From an optimization exercise on the open Yosys and OpenROAD flow, aimed at small area, a short achievable clock period and few clock cycles per item; shortcuts taken in it are not production practice. Function was checked by simulation only, so behaviour that the tests miss may differ from the original.

==> cedar: inputs <==
## elc_recon
module elc_recon (
    input  wire        clk,
    input  wire        rst,
    input  wire        in_valid,
    output reg         in_ready,
    input  wire [17:0] in_data,
    output wire        out_valid,
    input  wire        out_ready,
    output wire [15:0] out_data,
    output wire        out_last
);
Settings: LEC_CHECK=0, CAP_MARGIN=20, CORE_MARGIN=2, CORE_UTILIZATION=40, SLEW_MARGIN=20; clock period 20.0 ns.
run.sh (not shown) runs the stock make flow with config.mk's settings and CLKGATE_MAP_FILE= SYNTH_SCRIPT=/design/flow/synth_recipe.tcl, a recipe that flattens the netlist after the stock synthesis.
==> yarrow (differences from cedar) <==
--- a/flow/design.v
+++ b/flow/design.v
@@ -20,12 +20,15 @@
     endfunction
     reg [3:0] ph;
     localparam [1:0] I_HDR = 2'd0, I_LVL = 2'd1, I_PRED = 2'd2;
     reg [1:0] ist;
     reg [5:0] icnt;
     reg       icbf;       
+    reg       isplit;     
+    reg [3:0] icbf4;
+    reg       icod;       
     reg [3:0] lag;        
     wire fire = in_valid & in_ready;
     reg        iv;
     reg [1:0]  ik;
     reg [5:0]  iidx;
     reg [17:0] idat;
@@ -73,60 +76,75 @@
     wire [51:0] c3 = csa(k1[25:0], k1[51:26], c2[25:0]);
     wire [51:0] c4 = csa(c2[51:26], pp6, pp7);
     wire [51:0] c5 = csa(c3[25:0], c3[51:26], c4[25:0]);
     wire [51:0] c6 = csa(c5[25:0], c5[51:26], c4[51:26]);
     reg               pv;
     reg        [5:0]  pidx;
-    reg        [25:0] ps, pc;
-    wire [25:0]        d_p   = ps + pc;
+    reg        [12:0] ps, pc, plo;
+    reg               pcy;
+    wire       [13:0] p_lo  = c6[12:0] + c6[38:26];
+    wire [25:0]        d_p   = {ps + pc + {12'd0, pcy}, plo};
     wire signed [40:0] d_shl = {{15{d_p[25]}}, d_p} <<< qn;
     wire        [32:0] d_sh  = d_shl[40:8];
-    wire        [23:0] d_val = (d_sh[32:23] == 10'h000 || d_sh[32:23] == 10'h3ff)
-                               ? d_sh[23:0]
-                               : (d_sh[32] ? 24'h800000 : 24'h7fffff);
+    wire        [4:0]  d_m   = qn - 5'd8;
+    reg         [9:0]  d_msk;
+    always @(*) begin
+        for (k = 0; k < 10; k = k + 1)
+            d_msk[k] = (qn >= 5'd8) && (k + 15 + d_m >= 23);
+    end
+    wire               d_ovf = |((d_p[24:15] ^ {10{d_p[25]}}) & d_msk);
+    wire        [23:0] d_val = d_ovf ? (d_p[25] ? 24'h800000 : 24'h7fffff) : d_sh[23:0];
     reg        [23:0] z;
     reg               zv, zh, zrst, zlast, zu7;
     reg        [2:0]  zr;
     reg signed [33:0] acc [0:7];
+    reg        [7:0]  accc;
     wire [23:0] ring_tap [0:7];
     wire [23:0] e_val [0:7];
     wire [16:0] r_val [0:7];
     genvar gi;
     generate
         for (gi = 0; gi < 8; gi = gi + 1) begin : g_lane
-            wire [33:0] a = acc[gi];
+            wire [33:0] a = {acc[gi][33:17] + {16'd0, accc[gi]}, acc[gi][16:0]};
             assign e_val[gi] = (a[33:30] == 4'h0 || a[33:30] == 4'hf) ? a[30:7]
                                : (a[33] ? 24'h800000 : 24'h7fffff);
             assign r_val[gi] = (a[33:23] == 11'h000 || a[33:23] == 11'h7ff) ? a[23:7]
                                : (a[33] ? 17'h10000 : 17'h0ffff);
         end
     endgenerate
+    reg       vdone;      
+    reg [3:0] rt;         
+    reg [2:0] hrow;       
+    reg       hrun;
+    reg [2:0] hj;
+    reg       hdone;      
+    reg [2:0] arow;       
     reg wr;       
     reg wr7;      
     generate
         for (gi = 0; gi < 8; gi = gi + 1) begin : g_ring
             reg [215:0] r;
             always @(posedge clk)
                 r <= {wr ? e_val[gi] : r[23:0], r[215:24]};
-            assign ring_tap[gi] = r[24*((gi + 8) % 9) +: 24];
+            if (gi == 0) begin : g_t0
+                assign ring_tap[gi] = (hj == 3'd7) ? r[24*5 +: 24] : r[24*4 +: 24];
+            end else begin : g_t
+                assign ring_tap[gi] = r[24*((gi + 3) % 9) +: 24];
+            end
         end
     endgenerate
-    reg       vdone;      
-    reg [3:0] rt;         
-    reg [2:0] hrow;       
-    reg       hrun;
-    reg [2:0] hj;
-    reg       hdone;      
-    reg [2:0] arow;       
     reg [152:0] rr;
     reg         rvalid;
     reg [2:0]   rrow;
     reg         rdone;    
     reg [3:0]   pd;       
-    reg [31:0] g0, g1, g2, g3;
-    reg [1:0]  lsel [0:7];
+    reg [31:0] g0s, g0c, g1s, g1c;
+    reg [23:0] zd;
+    reg [2:0]  ar;
+    reg        av, ah, arst, alast, au7;
+    reg [31:0] qs [0:3];
     reg [7:0]  lact, lneg;
     reg        sv, sh, srst, slast, su7, sfirst;
     reg        q0v, q1v, q2v;
     reg [16:0] q0, q1, q2;       
     assign out_valid = q0v;
     assign out_data  = q0[15:0];
@@ -144,16 +162,18 @@
     function load_next;
         input fp;
         load_next = hdone_n && (!rvalid_n || rdone_n || (fp && icnt[2:0] == 3'd7));
     endfunction
     reg  abort;
     wire zok     = zv && !abort;
-    wire sfirst_n = zok && zh && zrst;
+    wire aok     = av && !abort;
+    wire sfirst_n = aok && ah && arst;
     wire abort_n = sfirst_n && hdone_n && rvalid_n && !rdone_n &&
                    !(fire && ist == I_PRED && icnt[2:0] == 3'd7);
-    wire hstart  = vdone && !hrun && (ph == rt);
+    wire z7      = zv && !zh && zlast && zu7;
+    wire hstart  = z7 || (vdone && !hrun && (ph == rt));
     wire hread   = hstart || hrun;
     reg [1:0] ist_n;
     reg [5:0] icnt_n;
     reg       icbf_n;
     always @(*) begin
         ist_n  = ist;
@@ -227,13 +247,14 @@
         end
     endfunction
     wire ready_n = fire ? (pop ? ready_fn(1'b1, 1'b1) : ready_fn(1'b1, 1'b0))
                         : (pop ? ready_fn(1'b0, 1'b1) : ready_fn(1'b0, 1'b0));
     wire [31:0] zz = {{8{z[23]}}, z};
     reg  [5:0]  zc;
-    wire [2:0]  zr_n = pv ? pidx[2:0] : 3'd7 - hj;
+    wire [2:0]  zr_n = pv ? pidx[2:0] :
+                       (hrow == 3'd0) ? ((hj == 3'd7) ? 3'd7 : 3'd6 - hj) : 3'd7 - hj;
     wire [5:0]  zc_n = split ? {zr_n[0], zr_n[0], !zr_n[0], 3'b000}
                              : {zr_n[0], 2'b00, !zr_n[0] && zr_n[1], zr_n[0],
                                 !zr_n[0] && !zr_n[1]};
     wire [31:0] a0 = zc[0] ? zz << 5 : zz << 6;
     wire [31:0] b0 = ({32{zc[0]}} & (zz << 3)) | ({32{zc[4]}} & (zz << 4));
     wire [31:0] c0 = {32{zc[0] | zc[2] | zc[4]}} & (zz << 2);
@@ -251,19 +272,31 @@
             csa32 = {cy[30:0], 1'b0, a ^ b ^ c};
         end
     endfunction
     wire [63:0] ga = csa32(a0, b0, c0 ^ {32{s0}});
     wire [63:0] gb = csa32(ga[31:0], {ga[63:33], s0}, d0 ^ {32{s0}});
     wire [63:0] gc = {gb[63:33], s0, gb[31:0]};
-    wire [31:0] g0_n = gc[31:0] + gc[63:32];
+    wire [31:0] zdd  = {{8{zd[23]}}, zd};
+    wire [31:0] g0   = g0s + g0c;
     wire [63:0] gd = csa32(a1, b1, c1);
     wire [63:0] ge = csa32(gd[31:0], gd[63:32], d1);
-    wire [31:0] g1_n = ge[31:0] + ge[63:32];
-    wire [31:0] g2_n = (zz << 5) + (zz << 1);
-    wire [63:0] gf = csa32(zz << 3, zz << 2, zz);
-    wire [31:0] g3_n = gf[31:0] + gf[63:32];
+    wire [31:0] g1   = g1s + g1c;
+    wire [31:0] g2   = (zdd << 5) + (zdd << 1);
+    wire [63:0] gf = csa32(zdd << 3, zdd << 2, zdd);
+    wire [31:0] g3   = gf[31:0] + gf[63:32];
+    reg  [31:0] qs_n [0:3];
+    always @(*) begin
+        for (k = 0; k < 4; k = k + 1) begin
+            case (gsel(split, ar, k[1:0]))
+                2'd0:    qs_n[k] = g0;
+                2'd1:    qs_n[k] = g1;
+                2'd2:    qs_n[k] = g2;
+                default: qs_n[k] = g3;
+            endcase
+        end
+    end
     function [1:0] gsel;
         input       sp;
         input [2:0] r;
         input [1:0] i;
         reg   [7:0] p;
         begin
@@ -305,54 +338,64 @@
                 default: row4 = 4'b1010;
             endcase
             negsel = sp ? row4[kk[1:0]] : row8[kk];
         end
     endfunction
     reg [33:0] acc_n [0:7];
+    reg [7:0]  accc_n;
     always @(*) begin
         for (k = 0; k < 8; k = k + 1) begin : lanes
             reg [31:0] g;
-            reg [33:0] base, addend;
-            reg [34:0] sum;
-            case (lsel[k])
-                2'd0:    g = g0;
-                2'd1:    g = g1;
-                2'd2:    g = g2;
-                default: g = g3;
-            endcase
+            reg [33:0] base, addend, ax;
+            reg [18:0] slo;
+            reg [17:0] shi;
+            g = qs[(k < 4) ? k : 7 - k];
             base   = srst ? 34'd64 : acc[k];
             addend = lact[k] ? {{2{g[31]}}, g} : 34'd0;
-            sum    = {base, 1'b1} + {addend ^ {34{lneg[k]}}, lneg[k]};
-            acc_n[k] = sum[34:1];
+            ax     = addend ^ {34{lneg[k]}};
+            slo    = {1'b0, base[16:0], 1'b1} + {1'b0, ax[16:0], lneg[k]};
+            shi    = {base[33:17], 1'b1} + {ax[33:17], accc[k] && !srst};
+            acc_n[k] = {shi[17:1], slo[17:1]};
+            accc_n[k] = slo[18];
         end
     end
     wire [2:0]  sx = iidx[2:0];
     wire [2:0]  sy = iidx[5:3];
-    wire        coded = cbf && (!split || cbf4[{sy[2], sx[2]}]);
+    wire        coded = icod;
     wire [16:0] res   = coded ? rr[16:0] : 17'd0;
     wire [17:0] recon = {2'b00, idat[15:0]} + {res[16], res};
     wire        over  = recon[16] || (dcode != 2'd2 && recon[15:12] != 4'd0) ||
                         (dcode == 2'd0 && recon[11:10] != 2'd0);
     wire [15:0] maxval = dcode == 2'd0 ? 16'h03ff : dcode == 2'd1 ? 16'h0fff : 16'hffff;
     wire [15:0] sample = recon[17] ? 16'd0 : over ? maxval : recon[15:0];
     wire [16:0] qin = {iidx == 6'd63, sample};
     always @(posedge clk) begin
         idat <= in_data;
-        ps   <= c6[25:0];
-        pc   <= c6[51:26];
+        plo  <= p_lo[12:0];
+        pcy  <= p_lo[13];
+        ps   <= c6[25:13];
+        pc   <= c6[51:39];
         z    <= pv ? d_val : ring_tap[hrow];
-        g0   <= g0_n;
-        g1   <= g1_n;
-        g2   <= g2_n;
-        g3   <= g3_n;
+        g0s  <= gc[31:0];
+        g0c  <= gc[63:32];
+        g1s  <= ge[31:0];
+        g1c  <= ge[63:32];
+        zd   <= z;
+        ar   <= zr;
+        ah   <= zh;
+        arst <= zrst;
+        alast <= zlast;
+        au7  <= zu7;
+        for (k = 0; k < 4; k = k + 1)
+            qs[k] <= qs_n[k];
         for (k = 0; k < 8; k = k + 1) begin
-            lsel[k] <= gsel(split, zr, (k < 4) ? k[1:0] : 2'd3 - k[1:0]);
-            lact[k] <= zok && !abort_n && (!split || (zr[2] == k[2]));
-            lneg[k] <= zok && !abort_n && (!split || (zr[2] == k[2])) && negsel(split, zr, k[2:0]);
+            lact[k] <= aok && !abort_n && (!split || (ar[2] == k[2]));
+            lneg[k] <= aok && !abort_n && (!split || (ar[2] == k[2])) && negsel(split, ar, k[2:0]);
             acc[k]  <= acc_n[k];
         end
+        accc <= accc_n;
         rr <= load ? {r_val[0], r_val[7], r_val[6], r_val[5], r_val[4],
                       r_val[3], r_val[2], r_val[1], r_val[0]}
                    : {rr[16:0], rr[152:17]};
         if (iv && ik == I_HDR) begin
             cbf   <= idat[8];
             split <= idat[9];
@@ -360,36 +403,42 @@
             dcode <= idat[7:6];
             ls    <= h_ls;
             qn    <= h_n;
             rnd   <= h_rnd;
         end
         iidx  <= icnt;
+        icod  <= icbf && (!isplit || icbf4[{icnt[5], icnt[2]}]);
+        if (fire && ist == I_HDR) begin
+            isplit <= in_data[9];
+            icbf4  <= in_data[13:10];
+        end
         ik    <= ist;
         pidx  <= iidx;
         zr    <= zr_n;
         zc    <= zc_n;
         zrst  <= pv ? (pidx[2:0] == 3'd0) : (hj == 3'd0);
         zlast <= pv ? (pidx[2:0] == 3'd7) : (hj == 3'd7);
         zu7   <= pidx[5:3] == 3'd7;
         zh    <= !pv;
-        sh    <= zh;
-        srst  <= zok && zrst && !abort_n;
-        sfirst <= sfirst_n;
-        slast <= zlast;
-        su7   <= zu7;
+        sh    <= ah;
+        srst  <= aok && arst && !abort_n;
+        sfirst <= sfirst_n && !abort_n;
+        slast <= alast;
+        su7   <= au7;
         if (rst) begin
             ph       <= 4'd0;
             ist      <= I_HDR;
             icnt     <= 6'd0;
             icbf     <= 1'b0;
             lag      <= 4'd0;
             in_ready <= 1'b0;
             iv       <= 1'b0;
             pv       <= 1'b0;
             zv       <= 1'b0;
             sv       <= 1'b0;
+            av       <= 1'b0;
             wr       <= 1'b0;
             wr7      <= 1'b0;
             abort    <= 1'b0;
             vdone    <= 1'b0;
             rt       <= 4'd0;
             hrow     <= 3'd0;
@@ -411,20 +460,20 @@
             icbf     <= icbf_n;
             lag      <= lag_n;
             in_ready <= ready_n;
             iv       <= fire;
             pv       <= iv && (ik == I_LVL);
             zv       <= pv || (hread && !abort);
-            sv       <= zv && !abort;
+            av       <= zok;
+            sv       <= aok;
             wr       <= sv && !sh && slast;
             wr7      <= sv && !sh && slast && su7;
             abort    <= abort_n;
-            if (wr7) begin
+            if (z7) begin
                 vdone <= 1'b1;
-                rt    <= m9inc(ph);
-                hrow  <= 3'd0;
+                rt    <= ph;
             end
             if (abort) begin
                 hrun <= 1'b0;
                 hj   <= 3'd0;
             end else begin
                 if (sfirst)
==> flow/flow/run.sh (new file) <==
#!/bin/bash
# Layout: the standard flow, with the input and output port buffers made
# of sky130_fd_sc_hd__buf_4 cells instead of the cell buffer_ports picks by
# default (a delay buffer). Every port still gets its own buffer.
set -euo pipefail
export BUFFER_PORTS_ARGS="-buffer_cell sky130_fd_sc_hd__buf_4"
bash standard.sh > standard.log 2>&1
==> flow/standard.sh (new file) <==
#!/bin/bash
# synth_recipe.tcl (not shown) runs the flow's synth.tcl, then flattens the netlist and writes it again
# the make line also repeats each setting of config.mk as NAME=value (left out here)
make -C /OpenROAD-flow-scripts/flow DESIGN_CONFIG=/design/flow/config.mk WORK_HOME=/design/flow/orfs CLKGATE_MAP_FILE= SYNTH_SCRIPT=/design/flow/synth_recipe.tcl "${@:-finish}"
Settings changed: CAP_MARGIN 20 to 60, CTS_CLUSTER_DIAMETER set to 70, CTS_CLUSTER_SIZE set to 24, SLEW_MARGIN 20 to 60.
removed: flow/run.sh
==> results_dict.tcl <==
set metrics [dict create \
    arrival_ns 7.62 \
    status "timing/DRC/antenna clean" \
    synth.cell_area_um2 99400 \
    drive_above_1_share_pct 8.52 \
]
[end of results for cedar]
==> results_dict.tcl <==
set metrics [dict create \
    status "timing/DRC/antenna clean" \
    synth.cell_area_um2 106000 \
    cts_made_buffers 168 \
    drive_above_1_share_pct 8.36 \
]
[end of results for yarrow]
Testbench counts of cedar, summed over its fixed seeds: cycles 42,075, blocks 320.
Testbench counts of yarrow, summed over its fixed seeds: cycles 41,537, blocks 320.

[what the ideal ports hide]
Ports are ideal in the flow. The routed layouts listed here were re-timed in OpenROAD.
Step 1, drivers: a clkbuf_16 drives clk and a buf_2 each remaining input, both assumed.
Step 2 times the ports against the registers' clock, not the clock port: input delays grow and output delays shrink by t, the midpoint of the rising clock arrivals with the driver on.
Three values: ideal, step 1, step 2; two values: the first two.
run	t, ns	slack for setup (ns)	pins driven straight from the clock port
cedar	1.015	13.142 / 13.142 / 13.142	1
yarrow	0.945	14.501 / 14.417 / 14.086	1
After both steps setup and hold are still met in every run listed. The setup slack of yarrow, which loses most, moves by -0.084 ns with the drivers and by -0.415 ns with both steps.
